This design comes from an exercise in tuning for small area, a short achievable clock period and few clock cycles on the open sky130 flow, not from production work. The RTL was checked by simulation tests, not by an equivalence proof against the original design. Power and IR drop assume default switching activity.

## flow/constraint.sdc

```tcl
create_clock -name core_clock -period 9.0 [get_ports {clk}]
set_input_delay 1.8000 -clock core_clock [delete_from_list [all_inputs] [get_ports {clk}]]
set_output_delay 1.8000 -clock core_clock [all_outputs]
set_load 0.01 [all_outputs]
```

## flow/config.mk

```make
export PLATFORM = sky130hd
export DESIGN_NAME = bale_decoder
export DESIGN_NICKNAME = bale_decoder
export VERILOG_FILES = /design/flow/design.v
export SDC_FILE = /design/flow/constraint.sdc
export NUM_CORES = 4
export LEC_CHECK = 0
export CAP_MARGIN = 20
export CORE_MARGIN = 2
export CORE_UTILIZATION = 40
export CTS_BUF_LIST = sky130_fd_sc_hd__clkbuf_8
export SLEW_MARGIN = 20
export TNS_END_PERCENT = 0
```

## flow/standard.sh

```bash
#!/bin/bash
# synth_recipe.tcl (not shown) runs the flow's synth.tcl, then flattens the netlist and writes it again
# the make line also repeats each setting of config.mk as NAME=value (left out here)
make -C /OpenROAD-flow-scripts/flow DESIGN_CONFIG=/design/flow/config.mk WORK_HOME=/design/flow/orfs CLKGATE_MAP_FILE= SYNTH_SCRIPT=/design/flow/synth_recipe.tcl "${@:-finish}"
```

## flow/flow/run.sh

```bash
#!/bin/bash
# The standard layout (standard.sh: standard synthesis through finish),
# with the port buffers that placement inserts on every input and output
# made plain sky130 buf_2 cells instead of the slower delay-buffer cell the
# resizer picks by default, and the setup repair aimed 6 ns above the
# clock period's slack. Make's full output goes to standard.log here; each
# ORFS step also keeps its own log under orfs/logs.
set -euo pipefail
export BUFFER_PORTS_ARGS="-buffer_cell sky130_fd_sc_hd__buf_2"
export SETUP_SLACK_MARGIN=6
bash standard.sh > standard.log 2>&1
```

## flow/design.v

```verilog
module bale_decoder (
    input  wire        clk,
    input  wire        rst,
    input  wire        in_valid,
    output wire        in_ready,
    input  wire [7:0]  in_data,
    input  wire        in_last,
    output reg         out_valid,
    input  wire        out_ready,
    output reg  [7:0]  out_data,
    output reg         done,
    output reg         bad,
    output reg         crc_fail,
    output wire [31:0] label
);
    localparam [3:0] S_HDR   = 4'd0,
                     S_TAG   = 4'd1,
                     S_EXT0  = 4'd2,
                     S_EXT1  = 4'd3,
                     S_DATA  = 4'd4,    
                     S_DELTA = 4'd5,
                     S_PAD   = 4'd6,
                     S_TRL   = 4'd7,
                     S_DISC  = 4'd8,    
                     S_FIN   = 4'd9;    
    localparam [9:0] H_HDR   = 10'b0000000001,
                     H_TAG   = 10'b0000000010,
                     H_EXT0  = 10'b0000000100,
                     H_EXT1  = 10'b0000001000,
                     H_DATA  = 10'b0000010000,
                     H_DELTA = 10'b0000100000,
                     H_PAD   = 10'b0001000000,
                     H_TRL   = 10'b0010000000,
                     H_DISC  = 10'b0100000000,
                     H_FIN   = 10'b1000000000;
    localparam [31:0] CRC_RESIDUE = 32'hB798B438;
    reg [9:0]  st;
    reg [3:0]  hcnt;           
    reg        form;           
    reg        fmt_err;
    reg        szbad;          
    reg [16:0] crem;           
    reg [16:0] brem;           
    reg [31:0] label_r;
    reg [3:0]  pos9;           
    reg        tdelta;         
    reg        x64;            
    reg [15:0] trem;           
    reg [1:0]  fidx;           
    reg        tz;             
    reg        dchk;           
    reg [17:0] dx;             
    reg        dxv;
    reg [4:0]  dw;             
    reg [24:0] ib;             
    reg [4:0]  ibcnt;          
    reg [5:0]  ib1;            
    reg [6:0]  ib2;            
    reg [35:0] hist;
    reg [4:0]  pend;           
    reg [31:0] crc;
    assign label = label_r;
    reg    vpend;
    wire   crc_err  = (crc != CRC_RESIDUE);
    function [31:0] crc32c_byte;
        input [31:0] c;
        input [7:0]  b;
        integer k;
        reg [31:0] x;
        begin
            x = c ^ {24'd0, b};
            for (k = 0; k < 8; k = k + 1)
                x = x[0] ? ((x >> 1) ^ 32'h82F63B78) : (x >> 1);
            crc32c_byte = x;
        end
    endfunction
    reg [7:0] obyte;
    always @(*) begin
        case (pend[3:0])
            4'd4:    obyte = hist[35:28];
            4'd5:    obyte = hist[33:26];
            4'd6:    obyte = hist[31:24];
            4'd7:    obyte = hist[29:22];
            4'd8:    obyte = hist[27:20];
            4'd9:    obyte = hist[25:18];
            4'd10:   obyte = hist[23:16];
            4'd11:   obyte = hist[21:14];
            4'd12:   obyte = hist[19:12];
            4'd13:   obyte = hist[17:10];
            4'd14:   obyte = hist[15:8];
            4'd15:   obyte = hist[13:6];
            default: obyte = hist[11:4];
        endcase
    end
    wire       xfer   = (pend >= 5'd4) && (!out_valid || out_ready);
    wire [4:0] pend_a  = xfer ? pend - 5'd4 : pend;
    wire [4:0] pend_up = pend + 5'd4;
    wire        flast = tz && (fidx == 2'd3);    
    wire        live  = (!st[S_DISC]) && (!st[S_FIN]);
    wire        fadd  = dxv && live && (pend <= 5'd7);
    wire        fcomp = (st[S_DELTA]) && !ib1[5] && (!dxv || fadd);
    wire [4:0]  pend_fc = fadd ? pend + 5'd9 : pend;
    integer i;
    reg  [17:0] dmask;
    always @(*) begin
        for (i = 0; i < 18; i = i + 1)
            dmask[i] = (i <= dw);
    end
    wire [17:0] dlo   = ib[17:0] & dmask;
    wire        dsign = ib[dw];
    wire [17:0] dxn   = dsign ? (dlo | ~dmask) : dlo;
    wire [17:0] field = hist[17:0] + dx;
    wire [24:0] ib_sh   = (ib >> dw) >> 1;
    wire dload = ((ibcnt[4] == 1'b0) || (ibcnt[3:1] == 3'd0)) &&    
                 (ib1[5] || (ib2[6] && !flast));
    reg accept;
    always @(*) begin
        case (1'b1)
            st[S_HDR], st[S_TAG], st[S_EXT0], st[S_EXT1], st[S_PAD], st[S_DISC]: accept = 1'b1;
            st[S_DATA]:  accept = (pend <= 5'd4) && !dxv;
            st[S_DELTA]: accept = dload;
            st[S_TRL]:   accept = (pend == 5'd0) && !dxv && ((hcnt[1:0] != 2'd3) || !out_valid);
            default: accept = 1'b0;
        endcase
    end
    assign in_ready = accept;
    wire fire = in_valid && accept;
    wire last = fire && in_last;
    wire bz   = (brem == 17'd0);
    wire size_bad = ({1'b0, brem} > ({1'b0, crem | 17'd3} + 18'd1));
    reg  hbad;
    always @(*) begin
        case (hcnt)
            4'd0:  hbad = (in_data != 8'h42);
            4'd1:  hbad = (in_data != 8'h5A);
            4'd2:  hbad = (in_data != 8'h01);
            4'd3:  hbad = (in_data[7:1] != 7'd0);
            4'd6:  hbad = (in_data[7:1] != 7'd0) || (in_data[0] && (crem[15:0] != 16'd0));
            4'd7:  hbad = (in_data != 8'd0);
            4'd10: hbad = (in_data[7:1] != 7'd0);
            4'd11: hbad = (in_data != 8'd0);
            4'd12: hbad = szbad;
            default: hbad = 1'b0;
        endcase
    end
    reg [9:0] nstate;
    reg       fault;
    reg       fin_ok;      
    wire      lit_end  = form ? (tz && !x64) : (brem == 17'd1);
    wire [9:0] after_body = (hcnt[1:0] == 2'd3) ? H_TRL : H_PAD;   
    wire      tag_bad  = (in_data[7:6] == 2'b01) || (in_data[7:6] == 2'b11) ||
                         ((in_data[7:6] == 2'b10) &&
                          (in_data[5] || (in_data[4:0] > 5'd17) || (pos9 != 4'd0)));
    wire      cshort   = (crem < 17'd9);
    wire [16:0] crem_m1 = crem - 17'd1;
    wire [16:0] crem_m9 = crem - 17'd9;
    always @(*) begin
        nstate = st;
        fault  = 1'b0;
        fin_ok = 1'b0;
        case (1'b1)
            st[S_HDR]: if (fire) begin
                fault = hbad;
                if (hcnt == 4'd15)
                    nstate = bz ? H_TRL : (form ? H_TAG : H_DATA);
            end
            st[S_TAG]: if (fire) begin
                fault = tag_bad;
                if (in_data[7] || (in_data[5:0] == 6'd63)) nstate = H_EXT0;
                else                                       nstate = H_DATA;
            end
            st[S_EXT0]: if (fire) begin
                fault  = bz;
                nstate = H_EXT1;
            end
            st[S_EXT1]: if (fire) begin
                fault  = bz;
                nstate = tdelta ? H_DELTA : H_DATA;
            end
            st[S_DATA]: if (fire) begin
                fault = bz || (crem == 17'd0);
                if (lit_end)
                    nstate = (brem == 17'd1) ? after_body : H_TAG;
            end
            st[S_DELTA]: begin
                if (fire && bz) fault = 1'b1;
                if (fcomp) begin
                    if (fidx == 2'd0 && cshort) fault = 1'b1;
                    if (flast) begin
                        nstate = !bz ? H_TAG : ((hcnt[1:0] == 2'd0) ? H_TRL : H_PAD);
                    end
                end
            end
            st[S_PAD]: if (fire) begin
                fault = (in_data != 8'd0);
                if (hcnt[1:0] == 2'd3) nstate = H_TRL;
            end
            st[S_TRL]: if (fire) begin
                if (hcnt[1:0] == 2'd3) begin
                    fault  = !in_last;
                    fin_ok = in_last;
                end
            end
            st[S_DISC]: if (last) nstate = H_FIN;
            st[S_FIN]:  if (pend == 5'd0 && !out_valid) nstate = H_HDR;
            default: nstate = H_HDR;
        endcase
    end
    wire ubad  = dchk && (ib != 25'd0);
    wire abort = (fault || ubad || (last && !fin_ok)) && !st[S_DISC] && !st[S_FIN];
    always @(posedge clk) begin
        if (rst) begin
            st        <= H_HDR;
            hcnt      <= 4'd0;
            pend      <= 5'd0;
            out_valid <= 1'b0;
            done      <= 1'b0;
            fmt_err   <= 1'b0;
            dchk      <= 1'b0;
            vpend     <= 1'b0;
            dxv       <= 1'b0;
        end else begin
            if (!live)
                dxv <= 1'b0;
            else if (fcomp)
                dxv <= 1'b1;
            else if (fadd)
                dxv <= 1'b0;
            if (abort)
                st    <= last ? H_FIN : H_DISC;
            else if (fin_ok)
                st    <= H_HDR;
            else
                st    <= nstate;
            if (st[S_DISC] || st[S_FIN])
                pend <= (pend_a < 5'd4) ? 5'd0 : pend_a;
            else if (fire && st[S_DATA])
                pend <= xfer ? pend : pend_up;
            else
                pend <= xfer ? pend_fc - 5'd4 : pend_fc;
            out_valid <= xfer || (out_valid && !out_ready);
            if (last || (st[S_FIN]))
                hcnt <= 4'd0;
            else if (fire)
                hcnt <= hcnt + 4'd1;
            vpend <= fin_ok;
            done  <= vpend || (st[S_FIN] && nstate[S_HDR]);
            dchk <= fcomp && flast;
            if (st[S_HDR] && fire && hcnt == 4'd0)
                fmt_err <= fault || last;        
            else if (abort)
                fmt_err <= 1'b1;
            else if (fin_ok && crem != 17'd0)    
                fmt_err <= 1'b1;
        end
    end
    always @(posedge clk) begin
        bad      <= fmt_err || !vpend || crc_err;
        crc_fail <= !fmt_err && vpend && crc_err;
        szbad    <= size_bad;
        if (xfer)
            out_data <= obyte;
        if (st[S_HDR])
            crc <= 32'hFFFFFFFF;
        else if (xfer || (fire && st[S_TRL]))
            crc <= crc32c_byte(crc, (st[S_TRL] && pend == 5'd0) ? in_data : obyte);
        if (fcomp)
            dx <= dxn;
        if (fadd)
            hist <= {field, hist[35:18]};
        else if (fire && (st[S_HDR] || st[S_DATA]))
            hist <= {(st[S_DATA]) ? in_data : 8'd0, hist[35:8]};
        if (st[S_HDR] && fire) begin
            case (hcnt)
                4'd3:  form          <= in_data[0];
                4'd12: label_r[7:0]  <= in_data;
                4'd13: label_r[15:8] <= in_data;
                4'd14: label_r[23:16]<= in_data;
                4'd15: label_r[31:24]<= in_data;
                default: ;
            endcase
        end
        if (st[S_HDR]) begin
            if (fire) begin
                if (hcnt == 4'd4) crem[7:0]  <= in_data;
                if (hcnt == 4'd5) crem[15:8] <= in_data;
                if (hcnt == 4'd6) crem[16]   <= in_data[0];
            end
        end else if (fcomp && fidx == 2'd0)
            crem <= crem_m9;
        else if (fire && st[S_DATA])
            crem <= crem_m1;
        if (st[S_HDR]) begin
            if (fire) begin
                if (hcnt == 4'd8)  brem[7:0]  <= in_data;
                if (hcnt == 4'd9)  brem[15:8] <= in_data;
                if (hcnt == 4'd10) brem[16]   <= in_data[0];
            end
        end else if (fire && (st[S_TAG] || st[S_EXT0] || st[S_EXT1] ||
                              st[S_DATA] || st[S_DELTA]))
            brem <= brem - 17'd1;
        if (st[S_HDR])
            pos9 <= 4'd0;
        else if (fire && st[S_DATA])
            pos9 <= (pos9 == 4'd8) ? 4'd0 : pos9 + 4'd1;
        if (st[S_TAG] && fire) begin
            tdelta <= in_data[7];
            dw     <= in_data[4:0];
            x64    <= !in_data[7] && (in_data[5:0] == 6'd63);
            trem   <= {10'd0, in_data[5:0]};
            tz     <= (in_data[5:0] == 6'd0);
        end
        if (st[S_EXT0] && fire) begin
            trem[7:0] <= in_data;
            tz        <= (in_data == 8'd0);     
        end
        if (st[S_EXT1] && fire) begin
            trem[15:8] <= in_data;
            tz         <= (in_data == 8'd0) && (trem[7:0] == 8'd0);
        end
        if (st[S_DATA] && fire) begin
            if (tz) begin
                trem <= 16'd62;
                tz   <= 1'b0;
                x64  <= 1'b0;
            end else begin
                trem <= trem - 16'd1;
                tz   <= (trem == 16'd1);
            end
        end
        if (fcomp) begin
            fidx <= fidx + 2'd1;
            if (fidx == 2'd3) begin
                trem <= trem - 16'd1;
                tz   <= (trem == 16'd1);
            end
        end
        if (st[S_EXT1]) begin
            fidx  <= 2'd0;
            ib    <= 25'd0;
            ibcnt <= 5'd0;
            ib1   <= {1'b1, ~dw};             
            ib2   <= {1'b1, ~dw, 1'b0};       
        end else begin : ibupd
            reg [24:0] is;
            reg [4:0]  cs;
            reg [5:0]  c1;
            reg [6:0]  c2;
            reg [24:0] ibn;
            reg        ld;
            ld  = fire && (st[S_DELTA]);
            is  = fcomp ? ib_sh : ib;
            cs  = fcomp ? ib1[4:0] : ibcnt;
            c1  = fcomp ? ib2[5:0] : ib1;
            c2  = fcomp ? ib2 + {2'b11, ~dw} : ib2;
            ibn = ld ? (is | ({17'd0, in_data} << cs)) : is;
            ib    <= ibn;
            ibcnt <= ld ? cs + 5'd8 : cs;
            ib1   <= ld ? c1 + 6'd8 : c1;
            ib2   <= ld ? c2 + 7'd8 : c2;
        end
    end
endmodule
```

==> reports/qor.txt, run 1 <==
wire length per cell after detailed routing = 20.0 um
clock buffers created by TritonCTS = 47
Reg-to-Reg End = crc[22]
final setup fails = 0
number of global-route vias before repair = 14200
number of enable flip-flop cells after synthesis = 140
source of the critical timing path = pend[2]
share of final-layout standard cells stronger than drive strength 1 = 14.6%
Std-Cell Core Area = 0.0430 mm2
kind of cell adding the most delay to the critical path = compound AO/OA/AOI/OAI gates
setup ws final = 5110 ps
power share of the clock group = 18.9%
Overall Power = 0.00576 W
GR Overflow Total = 0
multi-input gate area in the final layout = 0.0102 mm2
Post-Synthesis Cell Area = 0.0174 mm2
Synthesized Nets = 1973
Worst path max stage delay = 390 ps
cell type with the highest aggregate area in the netlist = sky130_fd_sc_hd__edfxtp_1
maximum number of pins on one net before global-route repair = 68
leakage power total = 7.14 nW
Rel. slew slack = 19.1%
Critical Path Sink = in_ready
average footprint of a synthesized cell = 9.20 um2
number of nets with antenna violations after routing = 0
GR Util All Layers = 22.3%
total vias in the final route = 15000
worst flop-to-flop path startpoint = pend[2]
height of the die = 213 um
slew of the pin with the lowest slew margin = 1180 ps
Placed Area = 0.0181 mm2
fill count = 4142
Final HPWL DP = 34300 um
placer congestion estimate = 0.889
total length of routed wires = 50800 um
total of warnings raised by yosys = 1
number of iterations in the first detailed-routing pass = 7
prevailing post-synth register cell = sky130_fd_sc_hd__edfxtp_1
final worst path period share = 43.3%
dpl ws = 3800 ps
worst-path maximum fanout = 8
count of buffer and inverter cells on the critical path = 2
instance count of the mapped netlist = 1892
library cell with the highest instance count after synthesis = sky130_fd_sc_hd__nand2_1
initial cell density of the core = 40.5%
Netlist cell types = 90
critical path start-end classification = flop to primary output
Area Overhead vs Synth = 11.2%
critical-path cell list = inv_4 -> ha_4 -> nand4b_1 -> o32a_1 -> o2111ai_4 -> buf_6
cell-internal power = 0.00338 W
maximum capacitance violations = 0
number of DRC violations after detailed-routing iteration 0 = 1631
master cell of the clock root buffer = sky130_fd_sc_hd__clkbuf_8
cell with the largest stage delay on the worst path = sky130_fd_sc_hd__dfxtp_4
Sum Neg Setup Slack = 0 ps
power share of the combinational group = 52.8%
Clock Sinks = 262
number of storage elements in the synthesis netlist = 262
Worst Clk Skew = 32.4 ps
power per cell area = 297 mW/mm2
top achievable clock speed = 0.257 GHz
width of the chip = 213 um
number of hold violations in the final report = 0
part of the power in registers = 28.3%
number of antenna violations at the first check in global routing = 2
FF/Latch Area = 0.00668 mm2
WP data required = 7200 ps
count of cells along the worst register-to-register path = 12
die area = 0.0452 mm2
kind of path behind the tightest hold check = flop to flop
async set-or-reset flop fraction in the synthesized netlist = 0%
Clk pin slew, worst setup/hold paths = 70 ps
number of hold-repair buffers added at the cts stage = 0
DRC violations left = 0
Clk Latency, worst-skew pair = 630 ps
register-to-register setup slack = 5150 ps
setup repair after global routing missed its margin = true
synth cell count leaders = 238 x sky130_fd_sc_hd__nand2_1, 148 x sky130_fd_sc_hd__nor2_1, 140 x sky130_fd_sc_hd__edfxtp_1
pins over their slew limit = 0
Avg Vias per Cell = 5.90
boundary pin count = 58
crit path DAT = 2090 ps
sequential element share of the synthesized area = 38.2%
number of standard-cell rows in the floorplan = 76
top cell type's share of synthesized area = 24.2%
# H-tree levels = 2
post-layout minimum cycle time = 3890 ps
worst vdd rail ir drop = 0.310 mV
maximum buffer depth of the clock tree = 3
quantity of I/O buffers inserted on ports = 57
Switch Pwr = 0.00237 W
most area-consuming cells after synthesis = sky130_fd_sc_hd__edfxtp_1 24%, sky130_fd_sc_hd__dfxtp_1 14%, sky130_fd_sc_hd__nand2_1 5.1%
TritonCTS clock tree = done
net count of the finished layout = 2002
wire length of the first global-routing pass = 80000 um
Startpoint Class = flop
Critical Path Sink Type = primary output
outcome = complete, no violations
cell count along the critical path = 6
switching portion of total power = 41.2%
final standard cell area without fillers = 0.0194 mm2
==> state kept, by name (all words and copies together), names as in the netlist, 2 cells and up <==
| name | flops |
|---|---|
| hist | 36 |
| crc | 32 |
| label_r | 32 |
| ib | 25 |
| dx | 18 |
| brem | 17 |
| crem | 17 |
| trem | 16 |
| st | 10 |
| out_data | 8 |
| ib2 | 7 |
| ib1 | 6 |
| dw | 5 |
| ibcnt | 5 |
| pend | 5 |
| hcnt | 4 |
| pos9 | 4 |
| fidx | 2 |
==> power groups by stage <==
stage | clock [W] | combinational (W) | sequential, W
after floorplan | 0 | 0.00241 | 0.00158
after global placement | 0 | 0.00292 | 0.00165
after detailed placement | 0 | 0.00293 | 0.00165
after CTS | 0.00112 | 0.00299 | 0.00162
after global routing | 0.00117 | 0.00328 | 0.00164
final | 0.00109 | 0.00304 | 0.00163
==> layout make-up <==
| cell class | count | area share, % |
|---|---|---|
| sequential | 262 | 34.5 |
| tap | 585 | 3.78 |
| multi-input combinational | 1455 | 52.7 |
| timing repair buffer | 104 | 3.42 |
| clock inverter | 38 | 1.14 |
| antenna | 1 | 0.0129 |
| inverter | 51 | 1.06 |
| clock buffer | 48 | 3.41 |
==> how the worst min path moves through the flow <==
| stage | depth (start not counted) | slack, ps | to | start |
|---|---|---|---|---|
| finish | 1 | 440 | bad | vpend |
| global route | 1 | 470 | bad | vpend |
| CTS | 1 | 440 | bad | vpend |
| detailed placement | 1 | 420 | bad | vpend |
| global placement | 1 | 410 | bad | vpend |
| floorplan | 1 | 390 | bad | vpend |
==> cell families after synthesis <==
kind of cell	synth area share [%]
simple gates	17.6
compound gates	18.5
flops	38.2
mux	6.47
fa+ha+maj	5.09
xor+xnor	9.94
buf+inv	4.15
==> metrics by stage <==
stage / instances / util (%) / hold slack, ps
after global placement: 2427 / 42.0 / 407
final: 2544 / 45.0 / 440
after detailed placement: 2427 / 42.0 / 419
after global routing: 2543 / 45.0 / 471
after CTS: 2534 / 44.7 / 437
after floorplan: 1892 / - / 387
==> cell usage in the layout (no fill, tap or decap), types with 13 or more instances in the layout <==
| cell type | Yosys | final |
|---|---|---|
| sky130_fd_sc_hd__nand3_1 | 50 | 50 |
| sky130_fd_sc_hd__mux4_2 | 13 | 13 |
| sky130_fd_sc_hd__xor2_1 | 48 | 48 |
| sky130_fd_sc_hd__inv_1 | 49 | 58 |
| sky130_fd_sc_hd__o21ai_0 | 81 | 79 |
| sky130_fd_sc_hd__nor2_1 | 148 | 148 |
| sky130_fd_sc_hd__a31oi_1 | 21 | 21 |
| sky130_fd_sc_hd__nand4_1 | 18 | 18 |
| sky130_fd_sc_hd__xnor2_1 | 89 | 88 |
| sky130_fd_sc_hd__a21oi_1 | 137 | 136 |
| sky130_fd_sc_hd__buf_4 | 0 | 45 |
| sky130_fd_sc_hd__o211ai_1 | 22 | 22 |
| sky130_fd_sc_hd__nor4_1 | 18 | 18 |
| sky130_fd_sc_hd__edfxtp_1 | 140 | 140 |
| sky130_fd_sc_hd__a211oi_1 | 21 | 21 |
| sky130_fd_sc_hd__ha_1 | 66 | 57 |
| sky130_fd_sc_hd__a21o_1 | 17 | 17 |
| sky130_fd_sc_hd__and3_1 | 19 | 19 |
| sky130_fd_sc_hd__o22ai_1 | 23 | 23 |
| sky130_fd_sc_hd__a222oi_1 | 16 | 16 |
| sky130_fd_sc_hd__nor3_1 | 57 | 56 |
| sky130_fd_sc_hd__nand2b_1 | 23 | 23 |
| sky130_fd_sc_hd__a22o_1 | 16 | 16 |
| sky130_fd_sc_hd__a22oi_1 | 32 | 32 |
| sky130_fd_sc_hd__buf_2 | 10 | 57 |
| sky130_fd_sc_hd__mux2_2 | 22 | 22 |
| sky130_fd_sc_hd__mux2i_1 | 45 | 45 |
| sky130_fd_sc_hd__dfxtp_1 | 122 | 111 |
| sky130_fd_sc_hd__clkbuf_8 | 0 | 48 |
| sky130_fd_sc_hd__nand2_1 | 238 | 237 |
==> timing repair <==
action,CTS,global route
gates resized for setup,41,7
pin swaps,8,4
setup buffers,21,8
endpoints found under the setup margin,241,220
endpoints found under the hold margin,0,0
==> routing by layer <==
metal | part of all wire, % | up-vias | global-route usage, %
met2 | 45 | 653 | 35.1
met4 | 2.5 | 2 | 7.09
met3 | 8.3 | 96 | 4.89
met1 | 44 | 7211 | 30.3
met5 | 0.032 | - | 0
li1 | - | 7048 | -
==> worst reg2reg max path, stage by stage, from the launching register on <==
cell and delay (ps):
sky130_fd_sc_hd__dfxtp_4 390, sky130_fd_sc_hd__inv_4 80, sky130_fd_sc_hd__buf_4 130, sky130_fd_sc_hd__ha_1 450
sky130_fd_sc_hd__nor3_2 150, sky130_fd_sc_hd__or2_1 290, sky130_fd_sc_hd__a2111o_1 510, sky130_fd_sc_hd__mux2i_4 280
sky130_fd_sc_hd__xnor2_4 250, sky130_fd_sc_hd__xnor3_2 550, sky130_fd_sc_hd__xnor2_1 310, sky130_fd_sc_hd__xor2_1 210
sky130_fd_sc_hd__o211ai_1 100
Testbench counts, summed over its fixed seeds: cycles 122,397.
==> inputs of run 2 (changes only) <==
--- a/flow/design.v
+++ b/flow/design.v
@@ -146,4 +146,5 @@
     reg [9:0] nstate;
     reg       fault;
+    reg       dfault;      
     reg       fin_ok;      
     wire      lit_end  = form ? (tz && !x64) : (brem == 17'd1);
@@ -158,13 +159,14 @@
         nstate = st;
         fault  = 1'b0;
+        dfault = 1'b0;
         fin_ok = 1'b0;
         case (1'b1)
             st[S_HDR]: if (fire) begin
-                fault = hbad;
+                dfault = hbad;
                 if (hcnt == 4'd15)
                     nstate = bz ? H_TRL : (form ? H_TAG : H_DATA);
             end
             st[S_TAG]: if (fire) begin
-                fault = tag_bad;
+                dfault = tag_bad;
                 if (in_data[7] || (in_data[5:0] == 6'd63)) nstate = H_EXT0;
                 else                                       nstate = H_DATA;
@@ -193,5 +195,5 @@
             end
             st[S_PAD]: if (fire) begin
-                fault = (in_data != 8'd0);
+                dfault = (in_data != 8'd0);
                 if (hcnt[1:0] == 2'd3) nstate = H_TRL;
             end
@@ -208,5 +210,6 @@
     end
     wire ubad  = dchk && (ib != 25'd0);
-    wire abort = (fault || ubad || (last && !fin_ok)) && !st[S_DISC] && !st[S_FIN];
+    reg  dfault_q;
+    wire abort = (fault || dfault_q || ubad || (last && !fin_ok)) && !st[S_DISC] && !st[S_FIN];
     always @(posedge clk) begin
         if (rst) begin
@@ -218,4 +221,5 @@
             fmt_err   <= 1'b0;
             dchk      <= 1'b0;
+            dfault_q  <= 1'b0;
             vpend     <= 1'b0;
             dxv       <= 1'b0;
@@ -247,4 +251,5 @@
             done  <= vpend || (st[S_FIN] && nstate[S_HDR]);
             dchk <= fcomp && flast;
+            dfault_q <= dfault;
             if (st[S_HDR] && fire && hcnt == 4'd0)
                 fmt_err <= fault || last;        
==> reports/qor.txt, run 2 <==
instance count of the mapped netlist = 1910 (+0.95%)
Netlist cell types = 91 (+1.1%)
total length of routed wires = 51800 um (+2.0%)
worst flop-to-flop path startpoint = pend[3]
Std-Cell Core Area = 0.0428 mm2 (-0.44%)
number of nets with antenna violations after routing = 0 (unchanged)
kind of path behind the tightest hold check = flop to flop
number of iterations in the first detailed-routing pass = 6 (-1)
quantity of I/O buffers inserted on ports = 57 (unchanged)
worst-path maximum fanout = 11 (+3)
crit path DAT = 2050 ps (-40 ps)
wire length per cell after detailed routing = 20.4 um (+2.4%)
top achievable clock speed = 0.260 GHz (+1.1%)
switching portion of total power = 40.1% (-1.1 points)
initial cell density of the core = 40.3% (-0.22 points)
power share of the clock group = 20.2% (+1.3 points)
TritonCTS clock tree = done
most common library cell in the layout ignoring fill and taps = sky130_fd_sc_hd__nand2_1
average footprint of a synthesized cell = 9.02 um2 (-1.9%)
power share of the combinational group = 51.1% (-1.7 points)
top cell type's share of synthesized area = 24.4% (+0.24 points)
Clk pin slew, worst setup/hold paths = 60 ps (about the same)
DRC violations left = 0 (unchanged)
total vias in the final route = 15100 (+0.75%)
part of the power in registers = 28.7% (+0.4 points)
launch point of the worst hold path = vpend
XOR/XNOR share of the synthesized area = 9.73% (-0.21 points)
maximum capacitance violations = 0 (unchanged)
most area-consuming cells after synthesis = sky130_fd_sc_hd__edfxtp_1 24%, sky130_fd_sc_hd__dfxtp_1 14%, sky130_fd_sc_hd__nand2_1 5.4%
Clock Sinks = 263 (+0.38%)
number of global-route vias before repair = 14300 (+0.92%)
Worst Clk Skew = 23.1 ps (-9.32 ps)
cell type with the highest aggregate area in the netlist = sky130_fd_sc_hd__edfxtp_1
fraction of the mapped netlist area in adder cells = 5.08% (-0.0071 points)
source of the critical timing path = tz
Sum Neg Setup Slack = 0 ps (unchanged)
Post-Synthesis Cell Area = 0.0172 mm2 (-0.99%)
# H-tree levels = 2 (unchanged)
Critical Path Sink Type = primary output
placer congestion estimate = 0.905 (+1.9%)
prevailing post-synth register cell = sky130_fd_sc_hd__edfxtp_1
synth cell count leaders = 250 x sky130_fd_sc_hd__nand2_1, 150 x sky130_fd_sc_hd__nor2_1, 144 x sky130_fd_sc_hd__a21oi_1
fraction of the mapped netlist area in simple logic gates = 18.0% (+0.37 points)
number of hold-repair buffers added at the cts stage = 0 (unchanged)
master cell of the clock root buffer = sky130_fd_sc_hd__clkbuf_8
critical path start-end classification = flop to primary output
net count of the finished layout = 2028 (+1.3%)
die area = 0.0447 mm2 (-0.97%)
maximum number of pins on one net before global-route repair = 71 (+4.4%)
Rel. slew slack = 30.7% (+12 points)
sequential element share of the synthesized area = 38.7% (+0.50 points)
library cell with the highest instance count after synthesis = sky130_fd_sc_hd__nand2_1
post-layout minimum cycle time = 3850 ps (-44.0 ps)
number of enable flip-flop cells after synthesis = 140 (unchanged)
GR Overflow Total = 0 (unchanged)
GR Util All Layers = 22.9% (+0.62 points)
clock buffers created by TritonCTS = 47 (unchanged)
number of hold violations in the final report = 0 (unchanged)
fraction of the mapped netlist area in compound gates = 18.8% (+0.29 points)
Clk Latency, worst-skew pair = 620 ps (about the same)
boundary pin count = 58 (unchanged)
register ranked first by flip-flop count = hist
number of DRC violations after detailed-routing iteration 0 = 1523 (-6.6%)
number of antenna violations at the first check in global routing = 2 (unchanged)
max FFs per register = 36 (unchanged)
maximum buffer depth of the clock tree = 3 (unchanged)
core utilization of the finished layout = 45.2% (+0.13 points)
proportion of synthesized area in mux cells = 5.70% (-0.77 points)
outcome = complete, no violations
WP data required = 7200 ps (about the same)
share of final-layout standard cells stronger than drive strength 1 = 14.4% (-0.21 points)
total of warnings raised by yosys = 1 (unchanged)
Top Registers = hist (36), crc (32), label_r (32)
Final HPWL DP = 35100 um (+2.2%)
final worst path period share = 42.8% (-0.49 points)
pins over their slew limit = 0 (unchanged)
Startpoint Class = flop
combinational family with the most area after synthesis = compound AO/OA/AOI/OAI gates
async set-or-reset flop fraction in the synthesized netlist = 0% (unchanged)
slew of the pin with the lowest slew margin = 1040 ps (-146 ps)
Avg Vias per Cell = 5.97 (+1.2%)
setup repair after global routing missed its margin = true
leading cell types in the layout, fill and taps excluded = 249 x sky130_fd_sc_hd__nand2_1, 148 x sky130_fd_sc_hd__nor2_1, 143 x sky130_fd_sc_hd__a21oi_1, 140 x sky130_fd_sc_hd__edfxtp_1
Placed Area = 0.0179 mm2 (-1.0%)
cell-internal power = 0.00325 W (-3.9%)
number of standard-cell rows in the floorplan = 76 (unchanged)
Switch Pwr = 0.00217 W (-8.4%)
leakage power total = 7.15 nW (+0.12%)
Area Overhead vs Synth = 12.2%
power per cell area = 281 mW/mm2 (-5.6%)
height of the die = 212 um (-0.49%)
number of storage elements in the synthesis netlist = 263 (+0.38%)
final setup fails = 0 (unchanged)
width of the chip = 212 um (-0.49%)
wire length of the first global-routing pass = 81200 um (+1.5%)
final standard cell area without fillers = 0.0193 mm2 (-0.16%)
worst vdd rail ir drop = 0.254 mV (-18%)
Synthesized Nets = 1991 (+0.91%)
## run 2: changes by cell type after synthesis, moves of 7 or more
cell                       previous run  this run
sky130_fd_sc_hd__a21oi_1            137       144
sky130_fd_sc_hd__nand3_1             50        41
sky130_fd_sc_hd__nor2b_1             14        23
sky130_fd_sc_hd__nand2b_1            23        16
sky130_fd_sc_hd__nand2_1            238       250
sky130_fd_sc_hd__o21ai_0             81       112
sky130_fd_sc_hd__a211oi_1            21        12
## run 2: what timing repair did
| action | in CTS | in global routing |
|---|---|---|
| resized for setup | 55 | 12 |
| cloned | 0 | 0 |
| setup endpoints to repair | 293 | 217 |
| pin swaps | 8 | 6 |
| setup buffers | 24 | 8 |
## run 2: path summary, 6_finish.rpt
kind / cells after the start / to / slack, ps
hold / removal: 1 / bad / 440
hold reg to reg: 1 / bad / 440
setup / recovery: 4 / in_ready / 5150
setup reg to reg: 12 / crc[20] / 5260
## run 2: power by group through the flow
stage | clock [W] | sequential [W] | combinational [W]
floorplan | 0 | 0.00153 | 0.00217
global placement | 0 | 0.00158 | 0.00259
detailed placement | 0 | 0.00158 | 0.00262
CTS | 0.00113 | 0.00155 | 0.00268
global route | 0.00117 | 0.00157 | 0.00299
finish | 0.00110 | 0.00156 | 0.00277
## run 2: through the flow
step / worst slack [ps] / hold WS, ps / cells / power [W]
after floorplan: 5370 / 387 / 1910 / 0.00370
after global placement: 4330 / 413 / 2411 / 0.00416
after detailed placement: 4240 / 424 / 2411 / 0.00420
after CTS: 5170 / 435 / 2523 / 0.00536
after global routing: 5130 / 451 / 2532 / 0.00573
final: 5150 / 436 / 2533 / 0.00543
## run 2: cell families (layout without fill, tap and decap cells)
logic type                 count (synthesis)  count (layout)
AOI/OAI and AO/OA                        505             505
other                                      0               1
muxes                                     81              81
DFF                                      263             263
buffers and inverters                    170             246
adders and majority gates                 69              69
and+or+nand+nor                          659             659
xor gates and xnor gates                 163             163
## run 2: final cells by class
class | count | area, um2
fillers | 4098 | 23500
clock buffers | 53 | 729
well taps | 546 | 683
flip-flops and latches | 263 | 6700
clock inverters | 35 | 176
multi-input cells | 1477 | 10100
repair buffers | 105 | 683
diodes | 1 | 2.50
inverters | 53 | 214
## run 2: per-layer routing
metal / routed length (um) / track usage [%] / share of wire (%)
met1: 22500 / 30.9 / 43
met2: 23600 / 36.5 / 46
met3: 4140 / 4.23 / 8.0
met4: 1510 / 8.55 / 2.9
met5: 27 / 0 / 0.052
## run 2: worst max-delay path: stages (launching register included)
cell                        delay (ps)
sky130_fd_sc_hd__dfxtp_2           500
sky130_fd_sc_hd__a21boi_0          140
sky130_fd_sc_hd__o211ai_1          410
sky130_fd_sc_hd__o2111ai_4         200
sky130_fd_sc_hd__buf_6             180
Testbench counts of run 2, summed over its fixed seeds: cycles 122,397.
==> inputs of run 3 (changes only) <==
--- a/flow/design.v
+++ b/flow/design.v
@@ -59,4 +59,6 @@
     reg [35:0] hist;
     reg [4:0]  pend;           
+    reg        p_le4;          
+    reg        p_z;            
     reg [31:0] crc;
     assign label = label_r;
@@ -118,7 +120,7 @@
         case (1'b1)
             st[S_HDR], st[S_TAG], st[S_EXT0], st[S_EXT1], st[S_PAD], st[S_DISC]: accept = 1'b1;
-            st[S_DATA]:  accept = (pend <= 5'd4) && !dxv;
+            st[S_DATA]:  accept = p_le4 && !dxv;
             st[S_DELTA]: accept = dload;
-            st[S_TRL]:   accept = (pend == 5'd0) && !dxv && ((hcnt[1:0] != 2'd3) || !out_valid);
+            st[S_TRL]:   accept = p_z && !dxv && !out_valid;
             default: accept = 1'b0;
         endcase
@@ -211,4 +213,13 @@
     wire ubad  = dchk && (ib != 25'd0);
     reg  dfault_q;
+    reg [4:0] pend_n;
+    always @(*) begin
+        if (st[S_DISC] || st[S_FIN])
+            pend_n = (pend_a < 5'd4) ? 5'd0 : pend_a;
+        else if (fire && st[S_DATA])
+            pend_n = xfer ? pend : pend_up;
+        else
+            pend_n = xfer ? pend_fc - 5'd4 : pend_fc;
+    end
     wire abort = (fault || dfault_q || ubad || (last && !fin_ok)) && !st[S_DISC] && !st[S_FIN];
     always @(posedge clk) begin
@@ -217,4 +228,6 @@
             hcnt      <= 4'd0;
             pend      <= 5'd0;
+            p_le4     <= 1'b1;
+            p_z       <= 1'b1;
             out_valid <= 1'b0;
             done      <= 1'b0;
@@ -237,10 +250,7 @@
             else
                 st    <= nstate;
-            if (st[S_DISC] || st[S_FIN])
-                pend <= (pend_a < 5'd4) ? 5'd0 : pend_a;
-            else if (fire && st[S_DATA])
-                pend <= xfer ? pend : pend_up;
-            else
-                pend <= xfer ? pend_fc - 5'd4 : pend_fc;
+            pend  <= pend_n;
+            p_le4 <= (pend_n <= 5'd4);
+            p_z   <= (pend_n == 5'd0);
             out_valid <= xfer || (out_valid && !out_ready);
             if (last || (st[S_FIN]))
@@ -268,6 +278,6 @@
         if (st[S_HDR])
             crc <= 32'hFFFFFFFF;
-        else if (xfer || (fire && st[S_TRL]))
-            crc <= crc32c_byte(crc, (st[S_TRL] && pend == 5'd0) ? in_data : obyte);
+        else if ((out_valid && out_ready) || (fire && st[S_TRL]))
+            crc <= crc32c_byte(crc, out_valid ? out_data : in_data);
         if (fcomp)
             dx <= dxn;
==> reports/qor.txt, run 3 <==
outcome = complete, no violations
quantity of I/O buffers inserted on ports = 57 (unchanged)
Final HPWL DP = 36300 um (+3.3%)
sequential element share of the synthesized area = 38.8% (+0.14 points)
fraction of the mapped netlist area in adder cells = 5.01% (-0.070 points)
Sum Neg Setup Slack = 0 ps (unchanged)
Rel. slew slack = 34.7% (+4.1 points)
crit path DAT = 1960 ps (-90 ps)
DRC violations left = 0 (unchanged)
net count of the finished layout = 2037 (+0.44%)
instance count of the mapped netlist = 1931 (+1.1%)
cell type with the highest aggregate area in the netlist = sky130_fd_sc_hd__edfxtp_1
number of stages on the worst hold path = 1 (unchanged)
Worst Clk Skew = 32.8 ps (+9.67 ps)
XOR/XNOR share of the synthesized area = 8.64% (-1.1 points)
Startpoint Class = flop
Clk pin slew, worst setup/hold paths = 60 ps (about the same)
prevailing post-synth register cell = sky130_fd_sc_hd__edfxtp_1
wire length per cell after detailed routing = 20.7 um (+1.3%)
height of the die = 212 um (+0.11%)
library cell with the highest instance count after synthesis = sky130_fd_sc_hd__nand2_1
number of standard-cell rows in the floorplan = 76 (unchanged)
leakage power total = 7.34 nW (+2.7%)
max FFs per register = 36 (unchanged)
register ranked first by flip-flop count = hist
number of DRC violations after detailed-routing iteration 0 = 1713 (+12%)
number of antenna violations at the first check in global routing = 1 (-1)
share of final-layout standard cells stronger than drive strength 1 = 13.3% (-1.1 points)
wire length of the first global-routing pass = 82700 um (+1.9%)
worst vdd rail ir drop = 0.213 mV (-16%)
most area-consuming cells after synthesis = sky130_fd_sc_hd__edfxtp_1 24%, sky130_fd_sc_hd__dfxtp_1 14%, sky130_fd_sc_hd__nand2_1 5.7%
final standard cell area without fillers = 0.0194 mm2 (+0.58%)
fraction of the mapped netlist area in simple logic gates = 17.9% (-0.078 points)
GR Util All Layers = 23.5% (+0.64 points)
kind of path behind the tightest hold check = flop to flop
setup repair after global routing missed its margin = true
total of warnings raised by yosys = 1 (unchanged)
number of enable flip-flop cells after synthesis = 140 (unchanged)
die area = 0.0448 mm2 (+0.23%)
Area Overhead vs Synth = 12.6%
Netlist cell types = 87 (-4.4%)
Clk Latency, worst-skew pair = 620 ps (about the same)
number of antenna repair diodes = 0 (-1)
post-layout minimum cycle time = 3760 ps (-92.4 ps)
Std-Cell Core Area = 0.0429 mm2 (+0.22%)
maximum buffer depth of the clock tree = 3 (unchanged)
total length of routed wires = 53500 um (+3.3%)
count of cells along the worst register-to-register path = 10 (-2)
number of hold violations in the final report = 0 (unchanged)
WP data required = 7200 ps (about the same)
Critical Path Sink Type = primary output
combinational family with the most area after synthesis = compound AO/OA/AOI/OAI gates
proportion of synthesized area in mux cells = 6.83% (+1.1 points)
leading cell types in the layout, fill and taps excluded = 263 x sky130_fd_sc_hd__nand2_1, 171 x sky130_fd_sc_hd__nor2_1, 140 x sky130_fd_sc_hd__edfxtp_1, 131 x sky130_fd_sc_hd__a21oi_1, 119 x sky130_fd_sc_hd__dfxtp_1
async set-or-reset flop fraction in the synthesized netlist = 0% (unchanged)
critical path start-end classification = flop to primary output
# H-tree levels = 2 (unchanged)
Placed Area = 0.0179 mm2 (+0.17%)
top achievable clock speed = 0.266 GHz (+2.5%)
power per cell area = 238 mW/mm2 (-15%)
total vias in the final route = 15300 (+1.3%)
clock buffers created by TritonCTS = 50 (+6.4%)
maximum capacitance violations = 0 (unchanged)
master cell of the clock root buffer = sky130_fd_sc_hd__clkbuf_8
pins over their slew limit = 0 (unchanged)
boundary pin count = 58 (unchanged)
average footprint of a synthesized cell = 8.94 um2 (-0.86%)
maximum number of pins on one net before global-route repair = 67 (-5.6%)
number of iterations in the first detailed-routing pass = 7 (+1)
width of the chip = 212 um (+0.11%)
number of nets with antenna violations after routing = 0 (unchanged)
final setup fails = 0 (unchanged)
synth cell count leaders = 263 x sky130_fd_sc_hd__nand2_1, 171 x sky130_fd_sc_hd__nor2_1, 140 x sky130_fd_sc_hd__edfxtp_1
fraction of the mapped netlist area in compound gates = 18.7% (-0.13 points)
worst-path maximum fanout = 14 (+3)
Synthesized Nets = 2012 (+1.1%)
number of storage elements in the synthesis netlist = 265 (+0.76%)
slew of the pin with the lowest slew margin = 971 ps (-65.5 ps)
GR Overflow Total = 0 (unchanged)
most common library cell in the layout ignoring fill and taps = sky130_fd_sc_hd__nand2_1
fill count = 4095 (-0.073%)
Clock Sinks = 265 (+0.76%)
number of global-route vias before repair = 14500 (+1.2%)
placer congestion estimate = 0.957 (+5.7%)
final worst path period share = 41.7% (-1.0 points)
top cell type's share of synthesized area = 24.3% (-0.057 points)
Top Registers = hist (36), crc (32), label_r (32)
number of hold-repair buffers added at the cts stage = 0 (unchanged)
initial cell density of the core = 40.3% (about the same)
Avg Vias per Cell = 5.93 (-0.60%)
TritonCTS clock tree = done
Post-Synthesis Cell Area = 0.0173 mm2 (+0.23%)
[run 3: changes by cell type in the layout (fill, tap and decap cells not counted), moves of 10 or more]
cell	previous run	this run
sky130_fd_sc_hd__nor2_1	148	171
sky130_fd_sc_hd__o21ai_0	111	91
sky130_fd_sc_hd__mux2i_1	42	58
sky130_fd_sc_hd__nand2_1	249	263
sky130_fd_sc_hd__a21oi_1	143	131
sky130_fd_sc_hd__a22oi_1	29	41
sky130_fd_sc_hd__buf_4	45	33
sky130_fd_sc_hd__nor2b_1	21	9
sky130_fd_sc_hd__ha_1	56	66
[run 3: worst paths after layout]
path              start        to  slack (ps)
setup / recovery  st[3]  in_ready        5240
hold / removal    vpend       bad         440
setup reg to reg  st[9]    ib[15]        5360
hold reg to reg   vpend       bad         440
[run 3: critical path: stages, from the launching register on]
cell and delay [ps]:
sky130_fd_sc_hd__dfxtp_4 350, sky130_fd_sc_hd__buf_12 150, sky130_fd_sc_hd__or3_4 360, sky130_fd_sc_hd__nor4_4 140, sky130_fd_sc_hd__nand3b_1 170, sky130_fd_sc_hd__buf_2 180
[run 3: area by class of cell]
type,instances,area (um2),share of cell area [%]
tap,585,732,3.77
multi-input combinational,1489,10000,51.7
clock inverter,32,218,1.12
inverter,58,219,1.13
sequential,265,6720,34.6
timing repair buffer,92,661,3.40
clock buffer,61,840,4.32
[run 3: layer usage]
metal	track usage (%)	share of wire [%]	up-vias
li1	-	-	7161
met1	31.2	43	7358
met2	38.1	46	673
met3	4.04	7.7	131
met4	9.37	3.5	0
met5	0	0	-
[run 3: repair_timing]
action,in CTS,in global routing
endpoints found under the setup margin,207,249
resized for setup,31,16
pin swaps,3,3
cloned,2,0
setup buffers,6,13
[run 3: per-stage QoR]
step	instances	power, W	util [%]	worst slack [ps]	hold slack [ps]
after floorplan	1931	0.00286	-	5220	387
after global placement	2466	0.00319	41.8	4150	411
after detailed placement	2466	0.00321	41.8	3990	421
after CTS	2567	0.00452	44.8	5190	442
after global routing	2582	0.00485	45.3	5140	466
final	2582	0.00463	45.3	5240	441
[run 3: cell families (layout without fill, tap and decap cells)]
logic type               Yosys count  count (layout)
AND/OR/NAND/NOR                  674             674
XOR/XNOR                         161             161
multiplexers                      97              97
adder cells (fa/ha/maj)           68              68
AO/OA/AOI/OAI                    489             489
flip-flops                       265             265
buffers and inverters            177             243
[run 3: where the power goes]
group | switching (W) | leakage, nW | internal [W] | total, W
Clock | 0.000556 | 0.594 | 0.000700 | 0.00126
Sequential | 0.000118 | 2.31 | 0.00138 | 0.00149
Combinational | 0.00101 | 4.44 | 0.000865 | 0.00188
Testbench counts of run 3, summed over its fixed seeds: cycles 122,630.
==> inputs of run 4 (changes only) <==
--- a/flow/config.mk
+++ b/flow/config.mk
@@ -10,4 +10,5 @@
 export CORE_UTILIZATION = 40
 export CTS_BUF_LIST = sky130_fd_sc_hd__clkbuf_8
+export CTS_CLUSTER_SIZE = 30
 export SLEW_MARGIN = 20
 export TNS_END_PERCENT = 0
==> reports/qor.txt, run 4 <==
Netlist cell types = 87 (unchanged)
number of iterations in the first detailed-routing pass = 7 (unchanged)
Std-Cell Core Area = 0.0429 mm2 (unchanged)
Clk Latency, worst-skew pair = 620 ps (about the same)
number of storage elements in the synthesis netlist = 265 (unchanged)
number of standard-cell rows in the floorplan = 76 (unchanged)
pins over their slew limit = 0 (unchanged)
count of buffer and inverter cells on the critical path = 2 (unchanged)
critical-path cell list = buf_12 -> or3_4 -> nor4_4 -> nand3b_1 -> buf_2
synth cell count leaders = 263 x sky130_fd_sc_hd__nand2_1, 171 x sky130_fd_sc_hd__nor2_1, 140 x sky130_fd_sc_hd__edfxtp_1
number of global-route vias before repair = 14500 (unchanged)
Clock Sinks = 265 (unchanged)
Avg Vias per Cell = 5.93 (unchanged)
Post-Synthesis Cell Area = 0.0173 mm2 (unchanged)
Area Overhead vs Synth = 12.6% (unchanged)
Sum Neg Setup Slack = 0 ps (unchanged)
Synthesized Nets = 2012 (unchanged)
DRC violations left = 0 (unchanged)
number of nets with antenna violations after routing = 0 (unchanged)
clock buffers created by TritonCTS = 50 (unchanged)
worst vdd rail ir drop = 0.213 mV (unchanged)
number of DRC violations after detailed-routing iteration 0 = 1713 (unchanged)
quantity of I/O buffers inserted on ports = 57 (unchanged)
Worst Clk Skew = 32.8 ps (unchanged)
total of warnings raised by yosys = 1 (unchanged)
final setup fails = 0 (unchanged)
sequential element share of the synthesized area = 38.8% (unchanged)
critical path start-end classification = flop to primary output
Overall Power = 0.00463 W (unchanged)
share of final-layout standard cells stronger than drive strength 1 = 13.3% (unchanged)
most common library cell in the layout ignoring fill and taps = sky130_fd_sc_hd__nand2_1
Startpoint Class = flop
initial cell density of the core = 40.3% (unchanged)
worst flop-to-flop path startpoint = st[9]
Critical Path Sink Type = primary output
average footprint of a synthesized cell = 8.94 um2 (unchanged)
most area-consuming cells after synthesis = sky130_fd_sc_hd__edfxtp_1 24%, sky130_fd_sc_hd__dfxtp_1 14%, sky130_fd_sc_hd__nand2_1 5.7%
Rel. slew slack = 34.7% (unchanged)
Final HPWL DP = 36300 um (unchanged)
boundary pin count = 58 (unchanged)
outcome = complete, no violations
maximum capacitance violations = 0 (unchanged)
instance count of the mapped netlist = 1931 (unchanged)
Reg-to-Reg End = ib[15]
kind of cell adding the most delay to the critical path = simple AND/OR/NAND/NOR gates
master cell of the clock root buffer = sky130_fd_sc_hd__clkbuf_8
# H-tree levels = 2 (unchanged)
power share of the clock group = 27.1% (about the same)
wire length of the first global-routing pass = 82700 um (unchanged)
count of cells along the worst register-to-register path = 10 (unchanged)
number of stages on the worst hold path = 1 (unchanged)
total vias in the final route = 15300 (unchanged)
async set-or-reset flop fraction in the synthesized netlist = 0% (unchanged)
register-to-register setup slack = 5360 ps (about the same)
kind of path behind the tightest hold check = flop to flop
register ranked first by flip-flop count = hist
final worst path period share = 41.7% (unchanged)
Top Registers = hist (36), crc (32), label_r (32)
library cell with the highest instance count after synthesis = sky130_fd_sc_hd__nand2_1
leading cell types in the layout, fill and taps excluded = 263 x sky130_fd_sc_hd__nand2_1, 171 x sky130_fd_sc_hd__nor2_1, 140 x sky130_fd_sc_hd__edfxtp_1, 131 x sky130_fd_sc_hd__a21oi_1, 119 x sky130_fd_sc_hd__dfxtp_1
GR Util All Layers = 23.5% (unchanged)
GR Overflow Total = 0 (unchanged)
number of antenna repair diodes = 0 (unchanged)
maximum buffer depth of the clock tree = 3 (unchanged)
Switch Pwr = 0.00169 W (unchanged)
placer congestion estimate = 0.957 (unchanged)
die area = 0.0448 mm2 (unchanged)
crit path DAT = 1960 ps (about the same)
top cell type's share of synthesized area = 24.3% (unchanged)
Worst path max stage delay = 360 ps (about the same)
TritonCTS clock tree = done
number of hold violations in the final report = 0 (unchanged)
width of the chip = 212 um (unchanged)
max FFs per register = 36 (unchanged)
top achievable clock speed = 0.266 GHz (unchanged)
launch point of the worst hold path = vpend
number of antenna violations at the first check in global routing = 1 (unchanged)
power share of the combinational group = 40.6% (about the same)
post-layout minimum cycle time = 3760 ps (unchanged)
cell type with the highest aggregate area in the netlist = sky130_fd_sc_hd__edfxtp_1
cell-internal power = 0.00294 W (unchanged)
net count of the finished layout = 2037 (unchanged)
maximum number of pins on one net before global-route repair = 67 (unchanged)
power per cell area = 238 mW/mm2 (unchanged)
number of enable flip-flop cells after synthesis = 140 (unchanged)
leakage power total = 7.34 nW (unchanged)
wire length per cell after detailed routing = 20.7 um (unchanged)
prevailing post-synth register cell = sky130_fd_sc_hd__edfxtp_1
height of the die = 212 um (unchanged)
setup repair after global routing missed its margin = true
Clk pin slew, worst setup/hold paths = 60 ps (about the same)
hold endpoint = bad
switching portion of total power = 36.5% (unchanged)
slew of the pin with the lowest slew margin = 971 ps (unchanged)
total length of routed wires = 53500 um (unchanged)
part of the power in registers = 32.3% (about the same)
cell with the largest stage delay on the worst path = sky130_fd_sc_hd__or3_4
worst-path maximum fanout = 14 (unchanged)
WP data required = 7200 ps (about the same)
==> run 4: cell counts in the layout (fill, tap and decap cells not counted) <==
No cell type changed its count.
==> run 4: how the worst max path moves through the flow <==
stage,startpoint,to,slack (ps),cells after the start
global route,in_data[0],crc[21],5140,10
detailed placement,in_valid,ib[0],3990,9
global placement,in_valid,ib[0],4150,9
finish,st[3],in_ready,5240,5
floorplan,in_valid,st[6],5220,11
CTS,st[3],in_ready,5190,5
==> run 4: cell type report <==
cell class                      instances  area, um2
Inverter                               58        219
Tap cell                              585        732
Clock buffer                           61        840
Timing Repair Buffer                   92        661
Multi-Input combinational cell       1489      10000
Sequential cell                       265       6720
Clock inverter                         32        218
Fill cell                            4095      23500
==> run 4: per-layer routing <==
metal	track usage (%)	part of all wire (%)	routed length [um]
met5	0	0	0
met4	9.37	3.5	1900
met3	4.04	7.7	4120
met2	38.1	46	24400
met1	31.2	43	23000
==> run 4: cell families (layout without fill, tap and decap cells) <==
kind of cell	after synthesis	count (layout)	synth area share [%]
muxes	97	97	6.83
adders and majority gates	68	68	5.01
AOI/OAI and AO/OA	489	489	18.7
DFF	265	265	38.8
xor gates and xnor gates	161	161	8.64
and+or+nand+nor	674	674	17.9
buffers and inverters	177	243	4.07
==> run 4: power by group through the flow <==
| stage | clock network, W | registers [W] | logic (W) |
|---|---|---|---|
| 6_report | 0.00126 | 0.00149 | 0.00188 |
| 5_1_grt | 0.00132 | 0.00150 | 0.00202 |
| 4_1_cts | 0.00128 | 0.00149 | 0.00175 |
| 3_5_place_dp | 0 | 0.00152 | 0.00170 |
| 3_3_place_gp | 0 | 0.00151 | 0.00167 |
| 2_1_floorplan | 0 | 0.00146 | 0.00140 |
==> run 4: what timing repair did <==
item,CTS,global route
resized for setup,31,16
pin swaps,3,3
buffers inserted,6,13
gates cloned,2,0
endpoints found under the setup margin,207,249
hold buffers,0,0
==> run 4: metrics by stage <==
| stage | worst slack, ps | instance area, um2 | hold WS [ps] | instances | util, % |
|---|---|---|---|---|---|
| 4_1_cts | 5190 | 19200 | 442 | 2567 | 44.8 |
| 2_1_floorplan | 5220 | 17300 | 387 | 1931 | - |
| 3_5_place_dp | 3990 | 17900 | 421 | 2466 | 41.8 |
| 5_1_grt | 5140 | 19400 | 466 | 2582 | 45.3 |
| 3_3_place_gp | 4150 | 17900 | 411 | 2466 | 41.8 |
| 6_report | 5240 | 19400 | 441 | 2582 | 45.3 |
==> inputs of run 5 (changes only) <==
--- a/flow/design.v
+++ b/flow/design.v
@@ -101,5 +101,5 @@
     wire        live  = (!st[S_DISC]) && (!st[S_FIN]);
     wire        fadd  = dxv && live && (pend <= 5'd7);
-    wire        fcomp = (st[S_DELTA]) && !ib1[5] && (!dxv || fadd);
+    reg         fcomp;
     wire [4:0]  pend_fc = fadd ? pend + 5'd9 : pend;
     integer i;
@@ -223,4 +223,9 @@
     end
     wire abort = (fault || dfault_q || ubad || (last && !fin_ok)) && !st[S_DISC] && !st[S_FIN];
+    wire [9:0] st_n  = abort ? (last ? H_FIN : H_DISC) : (fin_ok ? H_HDR : nstate);
+    wire       dxv_n = !live ? 1'b0 : (fcomp ? 1'b1 : (fadd ? 1'b0 : dxv));
+    wire       ld    = fire && st[S_DELTA];
+    wire [5:0] c1    = fcomp ? ib2[5:0] : ib1;
+    wire [5:0] ib1_n = st[S_EXT1] ? {1'b1, ~dw} : (ld ? c1 + 6'd8 : c1);
     always @(posedge clk) begin
         if (rst) begin
@@ -237,17 +242,9 @@
             vpend     <= 1'b0;
             dxv       <= 1'b0;
+            fcomp     <= 1'b0;
         end else begin
-            if (!live)
-                dxv <= 1'b0;
-            else if (fcomp)
-                dxv <= 1'b1;
-            else if (fadd)
-                dxv <= 1'b0;
-            if (abort)
-                st    <= last ? H_FIN : H_DISC;
-            else if (fin_ok)
-                st    <= H_HDR;
-            else
-                st    <= nstate;
+            dxv   <= dxv_n;
+            st    <= st_n;
+            fcomp <= st_n[S_DELTA] && !ib1_n[5] && (!dxv_n || (pend_n <= 5'd7));
             pend  <= pend_n;
             p_le4 <= (pend_n <= 5'd4);
@@ -355,22 +352,18 @@
             ib    <= 25'd0;
             ibcnt <= 5'd0;
-            ib1   <= {1'b1, ~dw};             
+            ib1   <= ib1_n;                   
             ib2   <= {1'b1, ~dw, 1'b0};       
         end else begin : ibupd
             reg [24:0] is;
             reg [4:0]  cs;
-            reg [5:0]  c1;
             reg [6:0]  c2;
             reg [24:0] ibn;
-            reg        ld;
-            ld  = fire && (st[S_DELTA]);
             is  = fcomp ? ib_sh : ib;
             cs  = fcomp ? ib1[4:0] : ibcnt;
-            c1  = fcomp ? ib2[5:0] : ib1;
             c2  = fcomp ? ib2 + {2'b11, ~dw} : ib2;
             ibn = ld ? (is | ({17'd0, in_data} << cs)) : is;
             ib    <= ibn;
             ibcnt <= ld ? cs + 5'd8 : cs;
-            ib1   <= ld ? c1 + 6'd8 : c1;
+            ib1   <= ib1_n;
             ib2   <= ld ? c2 + 7'd8 : c2;
         end
--- a/flow/config.mk
+++ b/flow/config.mk
@@ -10,5 +10,4 @@
 export CORE_UTILIZATION = 40
 export CTS_BUF_LIST = sky130_fd_sc_hd__clkbuf_8
-export CTS_CLUSTER_SIZE = 30
 export SLEW_MARGIN = 20
 export TNS_END_PERCENT = 0
==> reports/qor.txt, run 5 <==
outcome = complete, no violations
average footprint of a synthesized cell = 8.93 um2 (-0.17%)
width of the chip = 211 um (-0.31%)
hold endpoint = bad
Avg Vias per Cell = 6.04 (+1.7%)
Top Registers = hist (36), crc (32), label_r (32)
quantity of I/O buffers inserted on ports = 57 (unchanged)
Critical Path Sink Type = primary output
post-layout minimum cycle time = 3920 ps (+163 ps)
number of DRC violations after detailed-routing iteration 0 = 1851 (+8.1%)
wire length per cell after detailed routing = 20.8 um (+0.60%)
number of antenna repair diodes = 0 (unchanged)
Post-Synthesis Cell Area = 0.0172 mm2 (-0.63%)
number of antenna violations at the first check in global routing = 0 (-1)
leading cell types in the layout, fill and taps excluded = 239 x sky130_fd_sc_hd__nand2_1, 160 x sky130_fd_sc_hd__nor2_1, 140 x sky130_fd_sc_hd__edfxtp_1, 126 x sky130_fd_sc_hd__a21oi_1, 119 x sky130_fd_sc_hd__dfxtp_1
library cell with the highest instance count after synthesis = sky130_fd_sc_hd__nand2_1
Sum Neg Setup Slack = 0 ps (unchanged)
net count of the finished layout = 2016 (-1.0%)
Startpoint Class = flop
placed instance count = 2418 (-1.9%)
share of final-layout standard cells stronger than drive strength 1 = 11.5% (-1.8 points)
critical path start-end classification = flop to primary output
Netlist cell types = 86 (-1.1%)
instance count of the mapped netlist = 1922 (-0.47%)
Final HPWL DP = 36800 um (+1.4%)
setup repair after global routing missed its margin = true
number of global-route vias before repair = 14200 (-2.4%)
count of cells along the worst register-to-register path = 12 (+2)
register-to-register setup slack = 5390 ps (+30 ps)
crit path DAT = 2120 ps (+160 ps)
GR Overflow Total = 0 (unchanged)
max FFs per register = 36 (unchanged)
Reg-to-Reg End = fcomp
number of enable flip-flop cells after synthesis = 140 (unchanged)
clock buffers created by TritonCTS = 49 (-2.0%)
sequential element share of the synthesized area = 39.2% (+0.36 points)
DRC violations left = 0 (unchanged)
number of iterations in the first detailed-routing pass = 7 (unchanged)
slew of the pin with the lowest slew margin = 1080 ps (+105 ps)
final cell count without fillers = 2512 (-2.7%)
worst flop-to-flop path startpoint = pend[3]
cell type with the highest aggregate area in the netlist = sky130_fd_sc_hd__edfxtp_1
total vias in the final route = 15200 (-1.0%)
final setup fails = 0 (unchanged)
total length of routed wires = 52300 um (-2.1%)
async set-or-reset flop fraction in the synthesized netlist = 0% (unchanged)
final worst path period share = 43.6% (+1.8 points)
total of warnings raised by yosys = 1 (unchanged)
TritonCTS clock tree = done
most common library cell in the layout ignoring fill and taps = sky130_fd_sc_hd__nand2_1
Worst Clk Skew = 58.9 ps (+26.1 ps)
synth cell count leaders = 240 x sky130_fd_sc_hd__nand2_1, 160 x sky130_fd_sc_hd__nor2_1, 140 x sky130_fd_sc_hd__edfxtp_1
top achievable clock speed = 0.255 GHz (-4.2%)
top cell type's share of synthesized area = 24.5% (+0.15 points)
Hold WS = 379 ps (-61.9 ps)
GR Util All Layers = 23.2% (-0.31 points)
maximum capacitance violations = 0 (unchanged)
wire length of the first global-routing pass = 81400 um (-1.6%)
number of hold violations in the final report = 0 (unchanged)
Synthesized Nets = 2003 (-0.45%)
number of stages on the worst hold path = 1 (unchanged)
die area = 0.0446 mm2 (-0.62%)
initial cell density of the core = 40.7% (+0.46 points)
most area-consuming cells after synthesis = sky130_fd_sc_hd__edfxtp_1 25%, sky130_fd_sc_hd__dfxtp_1 15%, sky130_fd_sc_hd__nand2_1 5.3%
maximum number of pins on one net before global-route repair = 73 (+9.0%)
pins over their slew limit = 0 (unchanged)
worst-path maximum fanout = 10 (-4)
WP data required = 7200 ps (about the same)
height of the die = 211 um (-0.31%)
Clock Sinks = 266 (+0.38%)
boundary pin count = 58 (unchanged)
Rel. slew slack = 27.9% (-6.9 points)
worst vdd rail ir drop = 0.213 mV (-0.12%)
number of nets with antenna violations after routing = 0 (unchanged)
launch point of the worst hold path = vpend
number of standard-cell rows in the floorplan = 75 (-1.3%)
placer congestion estimate = 0.915 (-4.4%)
# H-tree levels = 2 (unchanged)
leakage power total = 7.19 nW (-2.1%)
register ranked first by flip-flop count = hist
Area Overhead vs Synth = 10.8%
maximum buffer depth of the clock tree = 3 (unchanged)
master cell of the clock root buffer = sky130_fd_sc_hd__clkbuf_8
power per cell area = 237 mW/mm2 (-0.36%)
kind of path behind the tightest hold check = flop to flop
Clk Latency, worst-skew pair = 660 ps (+40 ps)
number of storage elements in the synthesis netlist = 266 (+0.38%)
number of hold-repair buffers added at the cts stage = 0 (unchanged)
prevailing post-synth register cell = sky130_fd_sc_hd__edfxtp_1
Std-Cell Core Area = 0.0421 mm2 (-1.8%)
core utilization of the finished layout = 45.1% (-0.18 points)
Clk pin slew, worst setup/hold paths = 60 ps (about the same)
## run 5: cell types whose count changed after synthesis, moves of 6 or more
| cell | delta |
|---|---|
| sky130_fd_sc_hd__o31ai_1 | -6 |
| sky130_fd_sc_hd__nor2_1 | -11 |
| sky130_fd_sc_hd__o21ai_0 | +8 |
| sky130_fd_sc_hd__a22oi_1 | -8 |
| sky130_fd_sc_hd__nand2_1 | -23 |
| sky130_fd_sc_hd__inv_1 | +13 |
| sky130_fd_sc_hd__mux2i_1 | +13 |
## run 5: final cells by class
type,instances,area (um2)
timing repair buffer,80,464
tap,539,674
fill,4079,23100
clock inverter,27,185
multi-input combinational,1467,9830
sequential,266,6740
inverter,71,267
clock buffer,62,853
## run 5: worst max-delay path, cell delays in order (launching register included)
cell,delay (ps)
sky130_fd_sc_hd__dfxtp_1,440
sky130_fd_sc_hd__or4_4,570
sky130_fd_sc_hd__nor3_4,230
sky130_fd_sc_hd__nand2_2,110
sky130_fd_sc_hd__buf_6,130
## run 5: metrics by stage
| step | total power, W | setup slack (ps) | instance area, um2 |
|---|---|---|---|
| after detailed placement | 0.00325 | 4360 | 17900 |
| after global placement | 0.00325 | 4390 | 17900 |
| final | 0.00451 | 5080 | 19000 |
| after floorplan | 0.00290 | 5170 | 17200 |
| after global routing | 0.00477 | 5030 | 19000 |
| after CTS | 0.00452 | 5060 | 19000 |
## run 5: what timing repair did
| item | CTS | global route |
|---|---|---|
| endpoints found under the setup margin | 199 | 211 |
| pin swaps | 3 | 1 |
| buffers inserted | 3 | 2 |
| gates resized for setup | 17 | 4 |
## run 5: how the worst max path moves through the flow
stage	startpoint	end	slack (ps)	cells after the start
final	st[1]	in_ready	5080	4
after detailed placement	in_data[1]	crc[20]	4360	9
after global routing	out_valid	in_ready	5030	5
after floorplan	in_data[1]	crc[4]	5170	8
after global placement	in_data[1]	crc[20]	4390	9
after CTS	out_valid	in_ready	5060	5
## run 5: kinds of logic after synthesis
logic type                 synth area share (%)
DFF                                        39.2
and+or+nand+nor                            17.3
adders and majority gates                  5.10
xor gates and xnor gates                   8.34
AOI/OAI and AO/OA                          19.0
buffers and inverters                      4.24
muxes                                      6.89
## run 5: per-layer routing
layer	global-route usage, %	wire, um	vias up
met5	0	0	-
met4	8.91	1690	0
met3	3.39	3670	133
met2	36.6	23700	663
met1	32.2	23200	7270
li1	-	-	7097
## run 5: power breakdown
part	internal [W]	leakage (nW)	total (W)	switching (W)
Sequential	0.00139	2.33	0.00150	0.000109
Clock	0.000681	0.574	0.00124	0.000561
Combinational	0.000785	4.28	0.00177	0.000988
Total	0.00285	7.19	0.00451	0.00166
Testbench counts of run 5, summed over its fixed seeds: cycles 122,630.

==> re-timing with driven ports <==
No port has a modelled driver above. Below, the same layouts with a new extraction and two added sets of constraints.
Step 1: set_driving_cell puts a clkbuf_16 on clk and a buf_2 on each other input, an assumption about the parent block.
Step 2 moves the port delays by t, midway between the first and last clock arrival at a register: inputs arrive t later, outputs are due t later. That takes back most of the time a late clock gives input paths.
a / b / c = no drivers / after step 1 / after step 2; a / b = the first two.
run	t (ns)	setup slack, ns	worst setup path after step 2	worst slew at a driven data input, ns
run 1	0.669	5.107 / 5.056 / 4.662	input to register	0.07
run 2	0.665	5.151 / 5.096 / 4.642	input to register	0.08
run 3	0.653	5.243 / 5.192 / 4.625	input to register	0.06
run 4	0.653	5.243 / 5.192 / 4.625	input to register	0.06
run 5	0.690	5.080 / 5.027 / 4.527	input to register	0.06
After both steps setup and hold are still met in every run listed.
